Source: an optimization exercise on an open RTL-to-GDS flow (aim: small area and a short achievable clock period). Production flows keep margins and buffers that such runs may drop.
Only simulation tests tie the RTL to the original design; equivalence was not proved.
No activity file was given, so power comes from the tool's default toggle rates.

Setup of run 1:
// lc8b10b_slot
module lc8b10b_slot (
    input  wire         clk,
    input  wire         rst,         
    input  wire         in_valid,
    input  wire         in_entry,    
    input  wire [159:0] in_sym,
    output wire         out_valid,
    output reg  [159:0] out_sym,     
    output reg  [127:0] out_data,    
    output reg  [15:0]  out_k,       
    output reg  [15:0]  out_err      
);
  reg [159:0] r_nsym;                 
  wire [159:0] r_sym = ~r_nsym;
  reg [15:0]  r_err, r_okn, r_dfl;
  reg         r_valid;
  reg         st_n, st_p, st_t;
  assign out_valid = r_valid;
  wire [15:0]  okn, okp, gn, gp, dfl;    
  wire [127:0] byt;                 
  wire [15:0]  kk, a6, mfj, mgh;
  genvar g;
  generate
    for (g = 0; g < 16; g = g + 1) begin : sym
      lc_rx_sym rx (.w(in_sym[10*g +: 10]), .okn(okn[g]), .okp(okp[g]), .gn(gn[g]), .gp(gp[g]),
                    .dfl(dfl[g]));
      lc_tx_sym tx (.w(r_sym[10*g +: 10]), .byt(byt[8*g +: 8]), .kk(kk[g]),
                    .a6(a6[g]), .mfj(mfj[g]), .mgh(mgh[g]));
    end
  endgenerate
  reg [15:0] gn2, gp2, qn, qp, ft, qt;    
  reg [15:0] pn, pp;                      
  reg [15:0] bad;
  reg        sn, sp, t0;
  reg [9:0]  w, msk;
  reg        nw;
  reg [159:0] sym_n;
  integer    i, l, m;
  always @* begin
    gn2 = gn;
    gp2 = gp;
    for (l = 0; l < 4; l = l + 1) begin
      qn = gn2;
      qp = gp2;
      for (i = 0; i < 16; i = i + 1)
        if ((i >> l) & 1) begin
          m = ((i >> l) << l) - 1;
          gn2[i] = qn[i] | (~qp[i] & qn[m]);
          gp2[i] = qp[i] | (~qn[i] & qp[m]);
        end
    end
    sn = st_n & ~in_entry;
    sp = st_p & ~in_entry;
    pn = {gn2[14:0] | (~gp2[14:0] & {15{sn}}), sn};
  ...
For scale: roughly 2900 cells after synthesis, about 210 flip-flops, ~19000 um2 of cells after synthesis.
Settings: LEC_CHECK=0, CAP_MARGIN=20, CORE_MARGIN=2, CORE_UTILIZATION=40, CTS_BUF_LIST=sky130_fd_sc_hd__clkbuf_4, CTS_CLUSTER_SIZE=20, PLACE_DENSITY=0.45, SLEW_MARGIN=20, TNS_END_PERCENT=20; clock period 175.0 ns.
standard.sh (not shown) runs the stock make flow with config.mk's settings and CLKGATE_MAP_FILE= SYNTH_SCRIPT=/design/flow/synth_recipe.tcl, a recipe that flattens the netlist after the stock synthesis.
==> flow/flow/run.sh <==
#!/bin/bash
# The standard layout (standard.sh), with four changes to how it is made:
# - synthesis maps with ABC's &nf mapper (flow/abc_map.script) instead of
#   ORFS's script, through flow/synth.tcl, which is synth_recipe.tcl with only
#   the ABC script swapped;
# - no full/half-adder extraction before ABC (ADDER_MAP_FILE empty);
# - ports are buffered with sky130_fd_sc_hd__buf_1;
# - ORFS's timing repair aims for 136.3 ns of setup slack (SETUP_SLACK_MARGIN)
#   instead of 0, so it sizes the slowest paths of this design up. The clock,
#   its period and all constraints are the standard flow's own, unchanged.
# Each tool's output goes to the ORFS logs under orfs/logs; make's own output
# to flow_make.log here.
set -euo pipefail
W=$(pwd)
export FLOW_ABC_SCRIPT=$W/flow/abc_map.script
bash standard.sh "SYNTH_SCRIPT=$W/flow/synth.tcl" "ADDER_MAP_FILE=" \
  "BUFFER_PORTS_ARGS=-buffer_cell sky130_fd_sc_hd__buf_1" SETUP_SLACK_MARGIN=136.3 finish > flow_make.log 2>&1
test -s out/final.def
==> flow/flow/abc_map.script <==
strash; &get -n; &nf -R 1000; &put; topo; stime -c
==> flow/flow/synth.tcl <==
# The standard flow's synthesis script (synth_recipe.tcl) with ABC's mapping script replaced
# by the one named in FLOW_ABC_SCRIPT.
proc synth {args} { yosys synth -nofsm -noshare {*}$args }
proc abc {args} {
  set i [lsearch -exact $args -script]
  if { $i >= 0 } { lset args [expr {$i + 1}] $::env(FLOW_ABC_SCRIPT) }
  yosys abc {*}$args
}
source $::env(SCRIPTS_DIR)/synth.tcl
# left out here: clear keep_hierarchy, flatten, clean up, hide names made inside functions, write 1_2_yosys.v
Run 1 finished every stage and its layout cleared the timing, DRC and antenna checks.
Input-level comparison between run 2 and run 1:
Settings: PLACE_DENSITY removed (was 0.45); TNS_END_PERCENT changed from 20 to 0.
--- outcome ---
- Compared with run 1, run 2 degrades worst slack after detailed placement.
- Diff run 1 -> run 2: final wirelength picked up an extra 1200 um; global-route total usage across every layer went up 0.30 points; net switching share of the total power went up; global-route wire length before repair increased 1.6%.
Setup changes, run 2 to run 3
diff --git a/flow/flow/run.sh b/flow/flow/run.sh
--- a/flow/flow/run.sh
+++ b/flow/flow/run.sh
@@ -8 +8 @@
-# - ORFS's timing repair aims for 136.3 ns of setup slack (SETUP_SLACK_MARGIN)
+# - ORFS's timing repair aims for 136.8 ns of setup slack (SETUP_SLACK_MARGIN)
@@ -17 +17 @@
-  "BUFFER_PORTS_ARGS=-buffer_cell sky130_fd_sc_hd__buf_1" SETUP_SLACK_MARGIN=136.3 finish > flow_make.log 2>&1
+  "BUFFER_PORTS_ARGS=-buffer_cell sky130_fd_sc_hd__buf_1" SETUP_SLACK_MARGIN=136.8 finish > flow_make.log 2>&1
Notes after the runs:
- Diff run 2..run 3 | sequential logic power | negligible
- Across both runs, worst slew slack as a fraction of its limit was higher for run 3 than for run 2.
- Of run 3 and run 2, the lower count of cell instances traversed by the critical path belongs to run 2.
- Run 3 against run 2: clock group total power climbed 8.2%, initial DRC count dropped 117, fraction of standard cell area that is sequential dropped 0.26 points.
- Changes observed in run 3 relative to run 2: final design instance area without fill shows an increase of about 2%; number of clock buffer instances in the layout shows a reduction of about 5%.
The following lists how run 4 was set up differently from run 3:
diff --git a/flow/flow/run.sh b/flow/flow/run.sh
--- a/flow/flow/run.sh
+++ b/flow/flow/run.sh
@@ -8 +8 @@
-# - ORFS's timing repair aims for 136.8 ns of setup slack (SETUP_SLACK_MARGIN)
+# - ORFS's timing repair aims for 137 ns of setup slack (SETUP_SLACK_MARGIN)
@@ -17 +17 @@
-  "BUFFER_PORTS_ARGS=-buffer_cell sky130_fd_sc_hd__buf_1" SETUP_SLACK_MARGIN=136.8 finish > flow_make.log 2>&1
+  "BUFFER_PORTS_ARGS=-buffer_cell sky130_fd_sc_hd__buf_1" SETUP_SLACK_MARGIN=137 finish > flow_make.log 2>&1
Looking at the reports, run 4 completed the entire flow and the layout it produced met the timing, DRC and antenna checks. Diff run 3 -> run 4 | worst path buffer plus inverter count | increase of 1. Final period demand of the worst path: run 4 vs run 3 — no meaningful difference. As far as clock transition time at the flip-flop clock pins of the worst setup and hold paths is concerned, run 3 and run 4 perform about the same. The final reports for run 4 and run 3 show multi-input logic area higher in the former. Sort run 4 and run 3 by utilization desc -> top: run 4.

========
lc8b10b_slot again, from the RTL that the note above started with.
// lc8b10b_slot
module lc8b10b_slot (
    input  wire         clk,
    input  wire         rst,         
    input  wire         in_valid,
    input  wire         in_entry,    
    input  wire [159:0] in_sym,
    output wire         out_valid,
    output reg  [159:0] out_sym,     
    output reg  [127:0] out_data,    
    output reg  [15:0]  out_k,       
    output reg  [15:0]  out_err      
);
  reg [159:0] r_nsym;                 
  wire [159:0] r_sym = ~r_nsym;
  reg [15:0]  r_err, r_okn, r_dfl;
  reg         r_valid;
  reg         st_n, st_p, st_t;
  assign out_valid = r_valid;
  wire [15:0]  okn, okp, gn, gp, dfl;    
  wire [127:0] byt;                 
  wire [15:0]  kk, a6, mfj, mgh;
  genvar g;
  generate
    for (g = 0; g < 16; g = g + 1) begin : sym
      lc_rx_sym rx (.w(in_sym[10*g +: 10]), .okn(okn[g]), .okp(okp[g]), .gn(gn[g]), .gp(gp[g]),
                    .dfl(dfl[g]));
      lc_tx_sym tx (.w(r_sym[10*g +: 10]), .byt(byt[8*g +: 8]), .kk(kk[g]),
                    .a6(a6[g]), .mfj(mfj[g]), .mgh(mgh[g]));
    end
  endgenerate
  reg [15:0] gn2, gp2, qn, qp, ft, qt;    
  reg [15:0] pn, pp;                      
  reg [15:0] bad;
  reg        sn, sp, t0;
  reg [9:0]  w, msk;
  reg        nw;
  reg [159:0] sym_n;
  integer    i, l, m;
  always @* begin
    gn2 = gn;
    gp2 = gp;
    for (l = 0; l < 4; l = l + 1) begin
      qn = gn2;
      qp = gp2;
      for (i = 0; i < 16; i = i + 1)
        if ((i >> l) & 1) begin
          m = ((i >> l) << l) - 1;
          gn2[i] = qn[i] | (~qp[i] & qn[m]);
          gp2[i] = qp[i] | (~qn[i] & qp[m]);
        end
    end
    sn = st_n & ~in_entry;
    sp = st_p & ~in_entry;
    pn = {gn2[14:0] | (~gp2[14:0] & {15{sn}}), sn};
    pp = {gp2[14:0] | (~gn2[14:0] & {15{sp}}), sp};
    for (i = 0; i < 16; i = i + 1) begin
      bad[i] = ~((~pp[i] & okn[i]) | (~pn[i] & okp[i]));
      sym_n[10*i +: 10] = bad[i] ? 10'b0001011110 : in_sym[10*i +: 10];
    end
  end
  always @* begin
    ft = r_dfl;
    for (l = 0; l < 4; l = l + 1) begin
      qt = ft;
      for (i = 0; i < 16; i = i + 1)
        if ((i >> l) & 1) begin
          m = ((i >> l) << l) - 1;
          ft[i] = qt[i] ^ qt[m];
        end
    end
    t0 = st_t;
  ...
==> flow/config.mk <==
export PLATFORM = sky130hd
export DESIGN_NAME = lc8b10b_slot
export DESIGN_NICKNAME = lc8b10b_slot
export VERILOG_FILES = /design/flow/design.v
export SDC_FILE = /design/flow/constraint.sdc
export NUM_CORES = 4
export LEC_CHECK = 0
export CAP_MARGIN = 20
export CORE_MARGIN = 2
export CORE_UTILIZATION = 40
export CTS_BUF_LIST = sky130_fd_sc_hd__clkbuf_4
export CTS_CLUSTER_SIZE = 20
export SLEW_MARGIN = 20
==> flow/constraint.sdc <==
create_clock -name core_clock -period 175.0 [get_ports {clk}]
set_input_delay 35.0000 -clock core_clock [delete_from_list [all_inputs] [get_ports {clk}]]
set_output_delay 35.0000 -clock core_clock [all_outputs]
set_load 0.01 [all_outputs]
==> flow/flow/run.sh <==
#!/bin/bash
# The standard layout (standard.sh), with four changes to how it is made:
# - synthesis maps with ABC's &nf mapper (flow/abc_map.script) instead of
#   ORFS's script, through flow/synth.tcl, which is synth_recipe.tcl with only
#   the ABC script swapped;
# - no full/half-adder extraction before ABC (ADDER_MAP_FILE empty);
# - ports are buffered with sky130_fd_sc_hd__buf_1;
# - ORFS's timing repair aims for 136 ns of setup slack (SETUP_SLACK_MARGIN)
#   instead of 0, so it sizes the slowest paths of this design up. The clock,
#   its period and all constraints are the standard flow's own, unchanged.
# Each tool's output goes to the ORFS logs under orfs/logs; make's own output
# to flow_make.log here.
set -euo pipefail
W=$(pwd)
export FLOW_ABC_SCRIPT=$W/flow/abc_map.script
bash standard.sh "SYNTH_SCRIPT=$W/flow/synth.tcl" "ADDER_MAP_FILE=" \
  "BUFFER_PORTS_ARGS=-buffer_cell sky130_fd_sc_hd__buf_1" SETUP_SLACK_MARGIN=136 finish > flow_make.log 2>&1
test -s out/final.def
Scripts as last shown in full above: flow/flow/abc_map.script, flow/flow/synth.tcl
The baseline finished clean.
Change:
CTS_BUF_LIST = sky130_fd_sc_hd__clkbuf_8   (was sky130_fd_sc_hd__clkbuf_4)
The new run finished with timing, DRC and antenna clean.
Synthesized cell count does not change.
Sequential share of layout area stays flat.
Combinational power stays flat.
Change:
--- a/flow/flow/run.sh
+++ b/flow/flow/run.sh
@@ -6,5 +6,5 @@
 # - no full/half-adder extraction before ABC (ADDER_MAP_FILE empty);
 # - ports are buffered with sky130_fd_sc_hd__buf_1;
-# - ORFS's timing repair aims for 136 ns of setup slack (SETUP_SLACK_MARGIN)
+# - ORFS's timing repair aims for 136.3 ns of setup slack (SETUP_SLACK_MARGIN)
 #   instead of 0, so it sizes the slowest paths of this design up. The clock,
 #   its period and all constraints are the standard flow's own, unchanged.
@@ -15,4 +15,4 @@
 export FLOW_ABC_SCRIPT=$W/flow/abc_map.script
 bash standard.sh "SYNTH_SCRIPT=$W/flow/synth.tcl" "ADDER_MAP_FILE=" \
-  "BUFFER_PORTS_ARGS=-buffer_cell sky130_fd_sc_hd__buf_1" SETUP_SLACK_MARGIN=136 finish > flow_make.log 2>&1
+  "BUFFER_PORTS_ARGS=-buffer_cell sky130_fd_sc_hd__buf_1" SETUP_SLACK_MARGIN=136.3 finish > flow_make.log 2>&1
 test -s out/final.def
CTS_BUF_LIST = sky130_fd_sc_hd__clkbuf_4   (was sky130_fd_sc_hd__clkbuf_8)
TNS_END_PERCENT = 20   (was default)
What happened:
- maximum frequency is about the same
- cell area barely changes
- power decreases by 1.3%
- synthesized cell count does not change
- sequential power stays flat
- area after synthesis stays the same
- worst hold slack hardly moves
- global-route usage hardly moves
- die area stays the same
- combinational power stays flat
- utilization decreases by 0.14 points

==> re-timing with driven ports <==
The results above use ideal ports. As a check the final layouts listed here were re-extracted and re-timed, cells and wires unchanged.
Step 1 (the two cells are an assumption about what drives the block):
set clk [get_ports {clk}]
set_driving_cell -lib_cell sky130_fd_sc_hd__clkbuf_16 $clk
set_driving_cell -lib_cell sky130_fd_sc_hd__buf_2 [delete_from_list [all_inputs] $clk]
Step 2 moves the port delays by t, midway between the first and last clock arrival at a register: inputs arrive t later, outputs are due t later. That takes back most of the time a late clock gives input paths.
Slacks: ideal ports / drivers / drivers and shift; pairs: ideal ports / drivers.
run | shift t [ns] | setup WS [ns] | worst data-port slew with drivers (ns)
run 1 | 0.858 | 136.374 / 136.322 / 135.970 | 0.11
run 2 | 0.842 | 136.226 / 136.173 / 135.727 | 0.13
run 3 | 0.824 | 136.805 / 136.757 / 136.156 | 0.11
run 4 | 0.851 | 136.803 / 136.751 / 136.119 | 0.10
the first run of note 2 | 0.841 | 136.229 / 136.177 / 135.710 | 0.13
the second run of note 2 | 0.647 | 136.404 / 136.357 / 135.789 | 0.11
the third run of note 2 | 0.840 | 136.363 / 136.309 / 135.705 | 0.11
After both steps setup and hold are still met in every run listed. For run 4, which loses most, drivers alone change the setup slack by -0.052 ns; drivers and shift together by -0.684 ns.
